This design comes from an exercise in tuning for small area, a short achievable clock period and few clock cycles on the open sky130 flow, not from production work. Function was checked by simulation only, so behaviour that the tests miss may differ from the original. No activity file was given, so power comes from the tool's default toggle rates.

==> 12-27 <==
==> flow/design.v (excerpt) <==
module stripe_engine (
  input  wire        clk,
  input  wire        rst,
  input  wire        cmd_valid,
  output wire        cmd_ready,
  input  wire [5:0]  cmd_k,
  input  wire [1:0]  cmd_m,
  input  wire [34:0] cmd_lost,
  input  wire [9:0]  cmd_cols,
  input  wire        in_valid,
  output wire        in_ready,
  input  wire [31:0] in_data,
  output wire        out_valid,
  input  wire        out_ready,
  output wire [31:0] out_data,
  output wire [5:0]  out_member,
  output wire        out_last
);
Settings: LEC_CHECK=0, ABC_AREA=1, ABC_CLOCK_PERIOD_IN_PS=2000, CAP_MARGIN=65, CORE_MARGIN=2, CORE_UTILIZATION=70, CTS_BUF_LIST=sky130_fd_sc_hd__clkbuf_8 sky130_fd_sc_hd__clkbuf_16, CTS_CLUSTER_DIAMETER=60, CTS_CLUSTER_SIZE=20, SETUP_SLACK_MARGIN=5, SLEW_MARGIN=65; clock period 10.0 ns.
standard.sh (not shown) runs the stock make flow with config.mk's settings and CLKGATE_MAP_FILE= SYNTH_SCRIPT=/design/flow/synth_recipe.tcl, a recipe that flattens the netlist after the stock synthesis.
==> flow/flow/run.sh <==
#!/bin/bash
set -euo pipefail
bash standard.sh "BUFFER_PORTS_ARGS=-buffer_cell sky130_fd_sc_hd__buf_4" finish > orfs_make.log 2>&1
==> 11-08: changes against 12-27 <==
--- a/flow/design.v
+++ b/flow/design.v
@@ -96,14 +96,15 @@
   reg         p0, p1;           
   reg         ald;              
   reg         sfu;              
   reg  [2:0]  used;             
   reg         first;            
   reg  [4:0]  l0, l1, l2;       
   reg  [1:0]  ecnt;             
+  reg  [4:0]  zd01, zd02, zd12;  
   reg         scf, scpf;        
   reg  [31:0] A0, A1, A2;
   reg         op_v;
   reg  [1:0]  op_dst;
   reg         op_wr, op_emit, op_last;
   reg  [5:0]  op_mem;
   reg  [7:0]  mc_r;             
@@ -273,17 +274,15 @@
   wire [2:0] z_pt    = (e_n == 2'd0) ? (lp & 3'b110) : lp;
   wire [1:0] z_ej    = {1'b0, (e_n != 2'd0) && z_pt[0]};
   wire [OPW-1:0] dcur = dec(ed, ei, ptodo, ej, e, ra, rb, dlen, {1'b0, klast} + 6'd1, l0, l1, l2);
   wire [OPW-1:0] dnxt = dec(s_ed, s_ei, s_pt, s_ej, e, ra, rb, dlen, {1'b0, klast} + 6'd1, l0, l1, l2);
   wire [3:0] dlen_n = (e_n == 2'd1) ? 4'd1 : (e_n == 2'd2) ? ((ra == 2'd0 && rb == 2'd1) ? 4'd4 : 4'd5) : 4'd12;
   wire [OPW-1:0] dst0 = dec(z_ed, 4'd0, z_pt, z_ej, e_n, ra, rb, dlen_n, {1'b0, klast} + 6'd1, l0, l1, l2);
   wire [4:0] cq   = (sp_q == 2'd0) ? l0 : (sp_q == 2'd1) ? l1 : (sp_q == 2'd2) ? l2 : klast;
-  wire [4:0] cda  = (sp_q == 2'd2) ? l1 : l0;
-  wire [4:0] cdb  = (sp_q == 2'd0) ? l1 : l2;
-  wire [4:0] czd  = cdb - cda;
+  wire [4:0] czd  = (sp_q == 2'd0) ? zd01 : (sp_q == 2'd1) ? zd02 : zd12;
   wire [7:0] cpn  = (sp_f == 2'd0) ? gpos(cq) : gneg(cq);
   wire [7:0] cval = (sp_f == 2'd3) ? 8'h01 : (sp_f == 2'd2) ? zinv(czd) : sp_sq ? gsq(cpn) : cpn;
   wire [7:0] yk   = gpos(klast);
   wire [7:0] ycoef = (np == 2'd2) ? gsq(yk) : yk;
   wire [31:0] m_a    = ({32{ms_r[0]}} & A0) | ({32{ms_r[1]}} & A1) | ({32{ms_r[2]}} & A2);
   wire [7:0]  m_c    = mc_r;
   wire [31:0] m_d    = (op_dst == 2'd0) ? A0 : (op_dst == 2'd1) ? A1 : A2;
@@ -418,14 +417,17 @@
     end
     if (start) begin
       elast <= lastcol;
       pe0   <= (e == 2'd0);
     end
     scf    <= wsc;
     scpf   <= adv ? wscp_a : wscp_c;
+    zd01   <= l1 - l0;
+    zd02   <= l2 - l0;
+    zd12   <= l2 - l1;
     ms_r   <= ms_n;
     macc_r <= macc_n;
     mxin_r <= mxin_n;
     if (load)
       mc_r <= cval;
     else if (wload)
       mc_r <= ycoef;
==> flow/flow/run.sh (replaced) <==
#!/bin/bash
set -euo pipefail
bash standard.sh "BUFFER_PORTS_ARGS=-buffer_cell sky130_fd_sc_hd__buf_2" finish > orfs_make.log 2>&1
CAP_MARGIN = 50   (was 65)
SLEW_MARGIN = 50   (was 65)
==> notes.md <==
Outcome: 12-27 no timing/DRC/antenna violations; 11-08 no timing/DRC/antenna violations
Area enclosed by the die boundary: 12-27 0.0370 sq mm; 11-08 0.0381 sq mm
Height of the die: 12-27 192 microns; 11-08 195 microns
Peak per-stage delay on the critical path: 12-27 480 ps; 11-08 670 ps
Final core utilization: 12-27 0.788; 11-08 0.763
Achievable clock frequency: 12-27 0.257 GHz; 11-08 0.249 GHz
Number of diodes: 12-27 2; 11-08 1
Number of signal-net buffers in the layout: 12-27 179; 11-08 165
DP HPWL: 12-27 58,900 microns; 11-08 60,300 microns
Final standard cell count with taps included and fillers excluded: 12-27 4,021; 11-08 4,093
Cell count after placement: 12-27 3,968; 11-08 4,034
Fraction of power consumed by sequential logic: 12-27 0.247; 11-08 0.325
Total power draw: 12-27 7.35 mW; 11-08 5.33 mW
Cell leakage power: 12-27 12.2 nW; 11-08 12.4 nW
Initial antenna violation count: 12-27 0; 11-08 1
Beginning of the worst hold path: 12-27 ap[2]; 11-08 op_acc
Testbench counts of 12-27, summed over its fixed seeds: cycles 148,484.
Testbench counts of 11-08, summed over its fixed seeds: cycles 148,484.

## port drivers added, routing unchanged
Ports are ideal in the flow. The routed layouts listed here were re-timed in OpenROAD.
Step 1 assumes that a clkbuf_16 drives the clock port and a buf_2 every other input.
Step 2 also shifts input and output timing later by t, the mid clock arrival at the registers, as if the neighbouring blocks saw the same clock.
a / b / c = ideal ports / drivers / drivers and shift; a / b = the first two.
| run | t (ns) | setup WS [ns] | hold slack, ns |
|---|---|---|---|
| 12-27 | 0.639 | 6.111 / 6.111 / 5.533 | 0.492 / 0.492 / 0.492 |
| 11-08 | 0.685 | 5.984 / 5.984 / 5.348 | 0.514 / 0.514 / 0.514 |
After both steps setup and hold are still met in every run listed. For 11-08, which loses most, drivers alone change the setup slack by 0.000 ns; drivers and shift together by -0.636 ns.
